Background: an optimization exercise with open tools, aiming at small area, a short achievable clock period and few clock cycles per item. Do not read the settings as production practice. At most, simulation tests tie the RTL to the original design; equivalence was not proved. No activity file was given, so power comes from the tool's default toggle rates.

Design pq_engine, start of the top module:
module pq_engine (
  input  wire         clk,
  input  wire         rst_n,
  input  wire         in_valid,
  output wire         in_ready,
  input  wire [63:0] in_data,
  input  wire [4:0]   in_lost_a,
  input  wire [4:0]   in_lost_b,
  output wire         out_valid,
  input  wire         out_ready,
  output reg  [63:0] out_a,
  output reg  [63:0] out_b
);
Size: about 1800 cells after synthesis, ~170 flip-flops, about 210 I/O pins.
==> module pq_engine, before the edit <==
module pq_engine (
  input  wire         clk,
  input  wire         rst_n,
  input  wire         in_valid,
  output wire         in_ready,
  input  wire [63:0] in_data,
  input  wire [4:0]   in_lost_a,
  input  wire [4:0]   in_lost_b,
  output wire         out_valid,
  input  wire         out_ready,
  output reg  [63:0] out_a,
  output reg  [63:0] out_b
);
  function [7:0] gf_mul;
    input [7:0] a;
    input [7:0] b;
    integer i;
    reg [7:0] p, x;
    begin
      p = 8'h00;
      x = a;
      for (i = 0; i < 8; i = i + 1) begin
        if (b[i]) p = p ^ x;
        x = {x[6:0], 1'b0} ^ (x[7] ? 8'h1d : 8'h00);
      end
      gf_mul = p;
    end
  endfunction
  function [7:0] mul_g;
    input [7:0] x;
    mul_g = {x[6:0], 1'b0} ^ (x[7] ? 8'h1d : 8'h00);
  endfunction
  function [7:0] mul_ginv;
    input [7:0] x;
    mul_ginv = {1'b0, x[7:1]} ^ (x[0] ? 8'h8e : 8'h00);
  endfunction
  function [7:0] h;
    input [5:0] d;
    begin
      case (d)
        6'd35: h = 8'h88;
        6'd36: h = 8'hdf;
        6'd37: h = 8'hab;
        6'd38: h = 8'hbb;
        6'd39: h = 8'h8f;
        6'd40: h = 8'h03;
        6'd41: h = 8'hd3;
        6'd42: h = 8'hb5;
        6'd43: h = 8'he8;
        6'd44: h = 8'hf3;
        6'd45: h = 8'h62;
        6'd46: h = 8'h27;
        6'd47: h = 8'hdd;
        6'd48: h = 8'h66;
        6'd49: h = 8'h8b;
        6'd50: h = 8'hc1;
        6'd51: h = 8'he5;
        6'd52: h = 8'h84;
        6'd53: h = 8'h75;
        6'd54: h = 8'hfa;
        6'd55: h = 8'ha8;
        6'd56: h = 8'ha1;
        6'd57: h = 8'h55;
        6'd58: h = 8'h5e;
        6'd59: h = 8'hec;
        6'd60: h = 8'h73;
        6'd61: h = 8'h9c;
        6'd62: h = 8'ha6;
        6'd63: h = 8'hf5;
        6'd1: h = 8'hf4;
        6'd2: h = 8'ha7;
        6'd3: h = 8'h9d;
        6'd4: h = 8'h72;
        6'd5: h = 8'hed;
        6'd6: h = 8'h5f;
        6'd7: h = 8'h54;
        6'd8: h = 8'ha0;
        6'd9: h = 8'ha9;
        6'd10: h = 8'hfb;
        6'd11: h = 8'h74;
        6'd12: h = 8'h85;
        6'd13: h = 8'he4;
        6'd14: h = 8'hc0;
        6'd15: h = 8'h8a;
        6'd16: h = 8'h67;
        6'd17: h = 8'hdc;
        6'd18: h = 8'h26;
        6'd19: h = 8'h63;
        6'd20: h = 8'hf2;
        6'd21: h = 8'he9;
        6'd22: h = 8'hb4;
        6'd23: h = 8'hd2;
        6'd24: h = 8'h02;
        6'd25: h = 8'h8e;
        6'd26: h = 8'hba;
        6'd27: h = 8'haa;
        6'd28: h = 8'hde;
        6'd29: h = 8'h89;
        default: h = 8'h00;
      endcase
    end
  endfunction
  reg        acc_st;     
  reg        solve_st;   
  reg        out_st;     
  reg [4:0]  unit;       
  reg [2:0]  scnt;
  reg [4:0]  la, lb;
  reg        skip_r;     
  reg [7:0]  k1, k2;     
  assign in_ready  = acc_st;
  assign out_valid = out_st;
  wire       accept = in_valid & acc_st;
  wire       first  = (unit == 5'd0);
  wire       skip   = first ? (in_lost_a == 5'd0 || in_lost_b == 5'd0) : skip_r;
  wire       take   = accept & ~skip;
  wire [63:0] d     = in_data & {64{take}};
  always @(posedge clk) begin
    if (!rst_n) begin
      acc_st   <= 1'b1;
      solve_st <= 1'b0;
      out_st   <= 1'b0;
      unit     <= 5'd0;
    end else begin
      if (accept) begin
        unit <= unit + 5'd1;
        if (unit == 5'd31) begin
          acc_st   <= 1'b0;
          solve_st <= 1'b1;
        end
      end
      if (solve_st && scnt == 3'd7) begin
        solve_st <= 1'b0;
        out_st   <= 1'b1;
      end
      if (out_st && out_ready) begin
        out_st <= 1'b0;
        acc_st <= 1'b1;
      end
    end
  end
  always @(posedge clk) begin
    if (solve_st) scnt <= scnt + 3'd1;
    else          scnt <= 3'd0;
  end
  wire [4:0] la_e = first ? in_lost_a : la;
  wire [4:0] lb_e = first ? in_lost_b : lb;
  always @(posedge clk) begin
    if (accept) begin
      if (first) begin
        la <= in_lost_a;
        lb <= in_lost_b;
      end
      skip_r <= (unit + 5'd1 == la_e) || (unit + 5'd1 == lb_e);
    end
  end
  wire a_data = (la < 5'd30);
  wire b_data = (lb < 5'd30);
  wire case_c = (la == 5'd31 && b_data) || (lb == 5'd31 && a_data);   
  wire case_d = (la == 5'd30 && b_data) || (lb == 5'd30 && a_data);   
  wire case_e = a_data && b_data && (la != lb);                       
  wire [4:0] n = a_data ? la : lb;           
  wire [7:0] hv = h({1'b0, lb} - {1'b0, la});
  wire [4:0] um1 = unit - 5'd1;
  always @(posedge clk) begin
    if (accept) begin
      if (unit == 5'd1) begin
        k1 <= case_e ? (hv ^ 8'h01) : case_c ? 8'h01 : 8'h00;
        k2 <= case_e ? hv : 8'h01;
      end else if (unit >= 5'd2 && um1 <= n) begin
        if (case_c) k1 <= mul_g(k1);
        if (case_d || case_e) k2 <= mul_ginv(k2);
      end
    end
  end
  wire [7:0] e1 = out_a[7:0];
  wire [7:0] e2 = out_b[7:0];
  wire [7:0] x  = gf_mul(k1, e1) ^ gf_mul(k2, e2);
  reg a_e1, a_x, b_e1, b_x;
  always @(*) begin
    if (la == 5'd31)                 begin a_e1 = 1'b0; a_x = 1'b1; end
    else if (la == lb || lb == 5'd31) begin a_e1 = 1'b1; a_x = 1'b0; end
    else if (la == 5'd30)            begin a_e1 = 1'b1; a_x = 1'b1; end
    else                             begin a_e1 = 1'b0; a_x = 1'b1; end
    if (lb == 5'd31)                 begin b_e1 = 1'b0; b_x = 1'b1; end
    else if (la == lb || la == 5'd31) begin b_e1 = 1'b1; b_x = 1'b0; end
    else if (lb == 5'd30)            begin b_e1 = 1'b1; b_x = 1'b1; end
    else if (la == 5'd30)            begin b_e1 = 1'b0; b_x = 1'b1; end
    else                             begin b_e1 = 1'b1; b_x = 1'b1; end
  end
  wire [7:0] na = (e1 & {8{a_e1}}) ^ (x & {8{a_x}});
  wire [7:0] nb = (e1 & {8{b_e1}}) ^ (x & {8{b_x}});
  integer j;
  reg [63:0] b_ginv, b_g29;
  always @(*) begin
    for (j = 0; j < 8; j = j + 1) begin
      b_ginv[8*j +: 8] = mul_ginv(out_b[8*j +: 8]);
      b_g29[8*j +: 8]  = gf_mul(out_b[8*j +: 8], 8'h30);
    end
  end
  wire clr = accept & first;
  always @(posedge clk) begin
    if (solve_st) out_a <= {na, out_a[63:8]};
    else          out_a <= (out_a & {64{~clr}}) ^ ((unit == 5'd31) ? 64'd0 : d);
  end
  always @(posedge clk) begin
    if (solve_st) begin
      out_b <= {nb, out_b[63:8]};
    end else if (accept) begin
      if (unit == 5'd31)
        out_b <= b_g29 ^ d;
      else if (unit != 5'd30)
        out_b <= (first ? 64'd0 : b_ginv) ^ d;
    end
  end
endmodule
==> flow/config.mk <==
export PLATFORM = sky130hd
export DESIGN_NAME = pq_engine
export DESIGN_NICKNAME = pq_engine
export VERILOG_FILES = /design/flow/design.v
export SDC_FILE = /design/flow/constraint.sdc
export NUM_CORES = 4
export LEC_CHECK = 0
export CAP_MARGIN = 20
export CORE_MARGIN = 2
export CORE_UTILIZATION = 30
export SLEW_MARGIN = 20
==> flow/constraint.sdc <==
create_clock -name core_clock -period 12.0 [get_ports {clk}]
set_input_delay 2.4000 -clock core_clock [delete_from_list [all_inputs] [get_ports {clk}]]
set_output_delay 2.4000 -clock core_clock [all_outputs]
set_load 0.01 [all_outputs]
run.sh (not shown) runs the stock make flow with config.mk's settings and CLKGATE_MAP_FILE= SYNTH_SCRIPT=/design/flow/synth_recipe.tcl, a recipe that flattens the netlist after the stock synthesis.
Testbench counts at the start, summed over its fixed seeds: cycles 65,600, items 1,600.
Rerun with:
--- a/flow/design.v
+++ b/flow/design.v
@@ -32,8 +32,19 @@
   endfunction
   function [7:0] mul_ginv;
     input [7:0] x;
     mul_ginv = {1'b0, x[7:1]} ^ (x[0] ? 8'h8e : 8'h00);
+  endfunction
+  function [7:0] mul_g29;
+    input [7:0] x;
+    reg t8, t9, t10;
+    begin
+      t8  = x[3] ^ x[6];
+      t9  = x[4] ^ x[7];
+      t10 = x[5] ^ t8;
+      mul_g29 = {t8 ^ x[2], x[1] ^ x[2] ^ x[5], x[0] ^ x[1] ^ t9, x[0] ^ t8,
+                 t10, t9 ^ t10, x[4] ^ x[5], x[3] ^ t9};
+    end
   endfunction
   function [7:0] h;
     input [5:0] d;
     begin
@@ -111,11 +122,13 @@
   assign in_ready  = acc_st;
   assign out_valid = out_st;
   wire       accept = in_valid & acc_st;
   wire       first  = (unit == 5'd0);
-  wire       skip   = first ? (in_lost_a == 5'd0 || in_lost_b == 5'd0) : skip_r;
-  wire       take   = accept & ~skip;
-  wire [63:0] d     = in_data & {64{take}};
+  reg        lost0_r;    
+  wire       clr    = accept & (first | (unit == 5'd1 & lost0_r));
+  wire       take   = accept & (first | ~skip_r);
+  wire [63:0] d1    = in_data & {64{take & (unit != 5'd31)}};
+  wire [63:0] d2    = in_data & {64{take & (unit != 5'd30)}};
   always @(posedge clk) begin
     if (!rst_n) begin
       acc_st   <= 1'b1;
       solve_st <= 1'b0;
@@ -149,8 +162,9 @@
     if (accept) begin
       if (first) begin
         la <= in_lost_a;
         lb <= in_lost_b;
+        lost0_r <= (in_lost_a == 5'd0) || (in_lost_b == 5'd0);
       end
       skip_r <= (unit + 5'd1 == la_e) || (unit + 5'd1 == lb_e);
     end
   end
@@ -194,23 +208,20 @@
   reg [63:0] b_ginv, b_g29;
   always @(*) begin
     for (j = 0; j < 8; j = j + 1) begin
       b_ginv[8*j +: 8] = mul_ginv(out_b[8*j +: 8]);
-      b_g29[8*j +: 8]  = gf_mul(out_b[8*j +: 8], 8'h30);
-    end
-  end
-  wire clr = accept & first;
-  always @(posedge clk) begin
-    if (solve_st) out_a <= {na, out_a[63:8]};
-    else          out_a <= (out_a & {64{~clr}}) ^ ((unit == 5'd31) ? 64'd0 : d);
-  end
-  always @(posedge clk) begin
-    if (solve_st) begin
-      out_b <= {nb, out_b[63:8]};
-    end else if (accept) begin
-      if (unit == 5'd31)
-        out_b <= b_g29 ^ d;
-      else if (unit != 5'd30)
-        out_b <= (first ? 64'd0 : b_ginv) ^ d;
-    end
-  end
+      b_g29[8*j +: 8]  = mul_g29(out_b[8*j +: 8]);
+    end
+  end
+  wire        kill = clr | solve_st;
+  wire [63:0] rot_a = {na, out_a[63:8]};
+  wire [63:0] rot_b = {nb, out_b[63:8]};
+  wire [63:0] inj_a = (rot_a & {64{solve_st}}) | d1;
+  wire [63:0] inj_b = (rot_b & {64{solve_st}}) | d2;
+  always @(posedge clk)
+    out_a <= (out_a & {64{~kill}}) ^ inj_a;
+  wire        sel29  = accept & (unit == 5'd31);
+  wire        selinv = accept & ~clr & (unit != 5'd31);
+  always @(posedge clk)
+    if (solve_st || (accept && unit != 5'd30))
+      out_b <= (b_g29 & {64{sel29}}) ^ (b_ginv & {64{selinv}}) ^ inj_b;
 endmodule
Outcome: Power falls by about 8%. Routed wire length falls by 2.6%. Core utilization falls by 0.45 points. Synthesized area falls by about 1.6%. Setup slack gets better by 640 ps. Final cell count falls by about 10%. Global-route usage falls by 0.50 points. Synthesized cell count falls by 15%. Clock-buffer cell count falls by 3.
Only the layout flow was run in the second run of this note; the RTL was not checked for function there.

========
## run 1
Another version of the RTL of pq_engine (not shown whole).
Size: roughly 13000 um2 of cells after synthesis.
==> module pq_engine, before the edit <==
module pq_engine (
  input  wire         clk,
  input  wire         rst_n,
  input  wire         in_valid,
  output wire         in_ready,
  input  wire [63:0] in_data,
  input  wire [4:0]   in_lost_a,
  input  wire [4:0]   in_lost_b,
  output wire         out_valid,
  input  wire         out_ready,
  output reg  [63:0] out_a,
  output reg  [63:0] out_b
);
  function [7:0] gf_mul;
    input [7:0] a;
    input [7:0] b;
    integer i;
    reg [7:0] p, x;
    begin
      p = 8'h00;
      x = a;
      for (i = 0; i < 8; i = i + 1) begin
        if (b[i]) p = p ^ x;
        x = {x[6:0], 1'b0} ^ (x[7] ? 8'h1d : 8'h00);
      end
      gf_mul = p;
    end
  endfunction
  function [7:0] mul_g;
    input [7:0] x;
    mul_g = {x[6:0], 1'b0} ^ (x[7] ? 8'h1d : 8'h00);
  endfunction
  function [7:0] mul_ginv;
    input [7:0] x;
    mul_ginv = {1'b0, x[7:1]} ^ (x[0] ? 8'h8e : 8'h00);
  endfunction
  function [7:0] mul_g29;
    input [7:0] x;
    reg t8, t9, t10;
    begin
      t8  = x[3] ^ x[6];
      t9  = x[4] ^ x[7];
      t10 = x[5] ^ t8;
      mul_g29 = {t8 ^ x[2], x[1] ^ x[2] ^ x[5], x[0] ^ x[1] ^ t9, x[0] ^ t8,
                 t10, t9 ^ t10, x[4] ^ x[5], x[3] ^ t9};
    end
  endfunction
  reg        acc_st;     
  reg        solve_st;   
  reg        out_st;     
  reg [4:0]  unit;       
  reg [4:0]  la, lb;
  reg [7:0]  k1, k2;     
  assign in_ready  = acc_st;
  assign out_valid = out_st;
  wire       accept = in_valid & acc_st;
  wire       first  = (unit == 5'd0);
  wire       clr    = accept & (first | (unit == 5'd1 & (la == 5'd0 | lb == 5'd0)));
  wire       take   = accept & (first | ~((unit == la) | (unit == lb)));
  wire [63:0] d1    = in_data & {64{take & (unit != 5'd31)}};
  wire [63:0] d2    = in_data & {64{take & (unit != 5'd30)}};
  always @(posedge clk) begin
    if (!rst_n) begin
      acc_st   <= 1'b1;
      solve_st <= 1'b0;
      out_st   <= 1'b0;
      unit     <= 5'd0;
    end else begin
      if (accept || solve_st)
        unit <= (accept && unit == 5'd31) ? 5'd24 : unit + 5'd1;
      if (accept && unit == 5'd31) begin
        acc_st   <= 1'b0;
        solve_st <= 1'b1;
      end
      if (solve_st && unit == 5'd31) begin
        solve_st <= 1'b0;
        out_st   <= 1'b1;
      end
      if (out_st && out_ready) begin
        out_st <= 1'b0;
        acc_st <= 1'b1;
      end
    end
  end
  always @(posedge clk) begin
    if (accept && first) begin
      la <= in_lost_a;
      lb <= in_lost_b;
    end
  end
  wire a_data = (la < 5'd30);
  wire b_data = (lb < 5'd30);
  wire case_c = (la == 5'd31 && b_data) || (lb == 5'd31 && a_data);   
  wire case_d = (la == 5'd30 && b_data) || (lb == 5'd30 && a_data);   
  wire case_e = a_data && b_data && (la != lb);                       
  wire [4:0] n = a_data ? la : lb;           
  wire [5:0] dd = {1'b0, lb} - {1'b0, la};
  wire       dneg = dd[5];
  wire [4:0] dmag = (dd[4:0] ^ {5{dneg}}) + {4'd0, dneg};
  reg  [7:0] hm;
  always @(*) begin
    case (dmag)
        5'd1: hm = 8'hf4;
        5'd2: hm = 8'ha7;
        5'd3: hm = 8'h9d;
        5'd4: hm = 8'h72;
        5'd5: hm = 8'hed;
        5'd6: hm = 8'h5f;
        5'd7: hm = 8'h54;
        5'd8: hm = 8'ha0;
        5'd9: hm = 8'ha9;
        5'd10: hm = 8'hfb;
        5'd11: hm = 8'h74;
        5'd12: hm = 8'h85;
        5'd13: hm = 8'he4;
        5'd14: hm = 8'hc0;
        5'd15: hm = 8'h8a;
        5'd16: hm = 8'h67;
        5'd17: hm = 8'hdc;
        5'd18: hm = 8'h26;
        5'd19: hm = 8'h63;
        5'd20: hm = 8'hf2;
        5'd21: hm = 8'he9;
        5'd22: hm = 8'hb4;
        5'd23: hm = 8'hd2;
        5'd24: hm = 8'h02;
        5'd25: hm = 8'h8e;
        5'd26: hm = 8'hba;
        5'd27: hm = 8'haa;
        5'd28: hm = 8'hde;
        5'd29: hm = 8'h89;
        default: hm = 8'h00;
    endcase
  end
  wire [7:0] hv = hm ^ {7'd0, dneg};
  reg step_r;
  always @(posedge clk) begin
    if (accept) begin
      step_r <= (unit != 5'd0) && (unit <= n);
      if (unit == 5'd1) begin
        k1 <= case_e ? (hv ^ 8'h01) : case_c ? 8'h01 : 8'h00;
        k2 <= case_e ? hv : 8'h01;
      end else if (step_r) begin
        if (case_c) k1 <= mul_g(k1);
        if (case_d || case_e) k2 <= mul_ginv(k2);
      end
    end
  end
  wire [7:0] e1 = out_a[7:0];
  wire [7:0] e2 = out_b[7:0];
  wire [7:0] x  = gf_mul(k1, e1) ^ gf_mul(k2, e2);
  reg a_e1, a_x, b_e1, b_x;
  always @(*) begin
    if (la == 5'd31)                 begin a_e1 = 1'b0; a_x = 1'b1; end
    else if (la == lb || lb == 5'd31) begin a_e1 = 1'b1; a_x = 1'b0; end
    else if (la == 5'd30)            begin a_e1 = 1'b1; a_x = 1'b1; end
    else                             begin a_e1 = 1'b0; a_x = 1'b1; end
    if (lb == 5'd31)                 begin b_e1 = 1'b0; b_x = 1'b1; end
    else if (la == lb || la == 5'd31) begin b_e1 = 1'b1; b_x = 1'b0; end
    else if (lb == 5'd30)            begin b_e1 = 1'b1; b_x = 1'b1; end
    else if (la == 5'd30)            begin b_e1 = 1'b0; b_x = 1'b1; end
    else                             begin b_e1 = 1'b1; b_x = 1'b1; end
  end
  wire [7:0] na = (e1 & {8{a_e1}}) ^ (x & {8{a_x}});
  wire [7:0] nb = (e1 & {8{b_e1}}) ^ (x & {8{b_x}});
  integer j;
  reg [63:0] b_ginv, b_g29;
  always @(*) begin
    for (j = 0; j < 8; j = j + 1) begin
      b_ginv[8*j +: 8] = mul_ginv(out_b[8*j +: 8]);
      b_g29[8*j +: 8]  = mul_g29(out_b[8*j +: 8]);
    end
  end
  wire        kill = clr | solve_st;
  wire [63:0] rot_a = {na, out_a[63:8]};
  wire [63:0] rot_b = {nb, out_b[63:8]};
  wire [63:0] inj_a = (rot_a & {64{solve_st}}) | d1;
  wire [63:0] inj_b = (rot_b & {64{solve_st}}) | d2;
  always @(posedge clk)
    out_a <= (out_a & {64{~kill}}) ^ inj_a;
  wire        sel29  = accept & (unit == 5'd31);
  wire        selinv = accept & ~clr & (unit < 5'd30);
  wire        selkp  = ~solve_st & ~(accept & (unit != 5'd30));
  always @(posedge clk)
    out_b <= ((out_b & {64{selkp}}) | (b_g29 & {64{sel29}}) | (b_ginv & {64{selinv}})) ^ inj_b;
endmodule
==> flow/config.mk <==
export PLATFORM = sky130hd
export DESIGN_NAME = pq_engine
export DESIGN_NICKNAME = pq_engine
export VERILOG_FILES = /design/flow/design.v
export SDC_FILE = /design/flow/constraint.sdc
export NUM_CORES = 4
export LEC_CHECK = 0
export CAP_MARGIN = 20
export CORE_MARGIN = 2
export CORE_UTILIZATION = 55
export SLEW_MARGIN = 20
==> flow/constraint.sdc <==
create_clock -name core_clock -period 12.0 [get_ports {clk}]
set_input_delay 2.4000 -clock core_clock [delete_from_list [all_inputs] [get_ports {clk}]]
set_output_delay 2.4000 -clock core_clock [all_outputs]
set_load 0.01 [all_outputs]
standard.sh (not shown) runs the stock make flow with config.mk's settings and CLKGATE_MAP_FILE= SYNTH_SCRIPT=/design/flow/synth_recipe.tcl, a recipe that flattens the netlist after the stock synthesis.
==> flow/flow/run.sh <==
#!/bin/bash
# The standard layout, with repair_timing aimed at a setup slack of
# SETUP_SLACK_MARGIN (so paths are sped up well past the 12 ns clock) and
# faster port buffers. The SDC and every other step are the standard flow's own.
set -euo pipefail
bash standard.sh SETUP_SLACK_MARGIN=8.6 \
  "BUFFER_PORTS_ARGS=-buffer_cell sky130_fd_sc_hd__buf_1" finish > standard.log 2>&1
Testbench counts of run 1, summed over its fixed seeds: cycles 65,600, items 1,600.
#### Input delta (run 2 over run 1)
--- a/flow/design.v
+++ b/flow/design.v
@@ -50,6 +50,7 @@
   reg        out_st;     
   reg [4:0]  unit;       
   reg [4:0]  la, lb;
+  reg [5:0]  dd;         
   reg [7:0]  k1, k2;     
   assign in_ready  = acc_st;
   assign out_valid = out_st;
@@ -86,6 +87,7 @@
     if (accept && first) begin
       la <= in_lost_a;
       lb <= in_lost_b;
+      dd <= {1'b0, in_lost_b} - {1'b0, in_lost_a};
     end
   end
   wire a_data = (la < 5'd30);
@@ -94,7 +96,6 @@
   wire case_d = (la == 5'd30 && b_data) || (lb == 5'd30 && a_data);   
   wire case_e = a_data && b_data && (la != lb);                       
   wire [4:0] n = a_data ? la : lb;           
-  wire [5:0] dd = {1'b0, lb} - {1'b0, la};
   wire       dneg = dd[5];
   wire [4:0] dmag = (dd[4:0] ^ {5{dneg}}) + {4'd0, dneg};
   reg  [7:0] hm;
==> comparison <==
Run 2 vs run 1 on switching part of the total: run 2 is the lower one. Maximum operating frequency delta (run 1 -> run 2): insignificant. Per the comparison of run 2 with run 1, wire length of the first global-routing pass moved down; multi-input combinational cell count moved down; number of antenna violations at the first check in global routing moved down; post-CTS resize count moved down; layout overhead on the synthesized area moved down. In the reports for run 1 and run 2, the smaller cell area belongs to run 2. | first-iteration DRC count | run 2 vs run 1 | 23% lower |. Compared run 2 vs run 1, and multiplexer share of the synthesized area is down in run 2. Diff run 1 -> run 2 | minimum setup slack after placement | decrease of 0.10 ns. Cmp run 1 and run 2 / fraction of final layout cells sized beyond drive strength 1 / lower: run 2.
Testbench counts of run 2, summed over its fixed seeds: cycles 65,600, items 1,600.

==> separate check: timing with driven ports <==
The flow's constraints put no driver on any port. The routed layouts listed below were extracted and timed again, unchanged, in two steps.
Step 1 (the two cells are an assumption about what drives the block):
set clk [get_ports {clk}]
set_driving_cell -lib_cell sky130_fd_sc_hd__clkbuf_16 $clk
set_driving_cell -lib_cell sky130_fd_sc_hd__buf_2 [delete_from_list [all_inputs] $clk]
Step 2 adds t to the input delays and takes it off the output delays; t is the mean of the earliest and latest rising clock arrival at the registers after step 1. Input paths then give back, and output paths get back, about the clock's delay inside the block.
Slacks: ideal ports / drivers / drivers and shift; pairs: ideal ports / drivers.
| run | shift t [ns] | slack for setup (ns) | worst register clock-pin slew, ns | cell pins on the clock port's net |
|---|---|---|---|---|
| the first run of note 1 | 0.504 | 6.554 / 6.575 / 6.071 | 0.08 / 0.08 | 1 |
| the second run of note 1 | 0.499 | 7.195 / 7.210 / 6.711 | 0.08 / 0.08 | 1 |
| run 1 | 0.489 | 8.550 / 8.537 / 8.097 | 0.08 / 0.08 | 1 |
| run 2 | 0.481 | 8.558 / 8.548 / 8.102 | 0.08 / 0.08 | 1 |
After both steps every run listed still meets setup and hold. For the second run of note 1, which loses most, drivers alone change the setup slack by +0.015 ns; drivers and shift together by -0.484 ns.
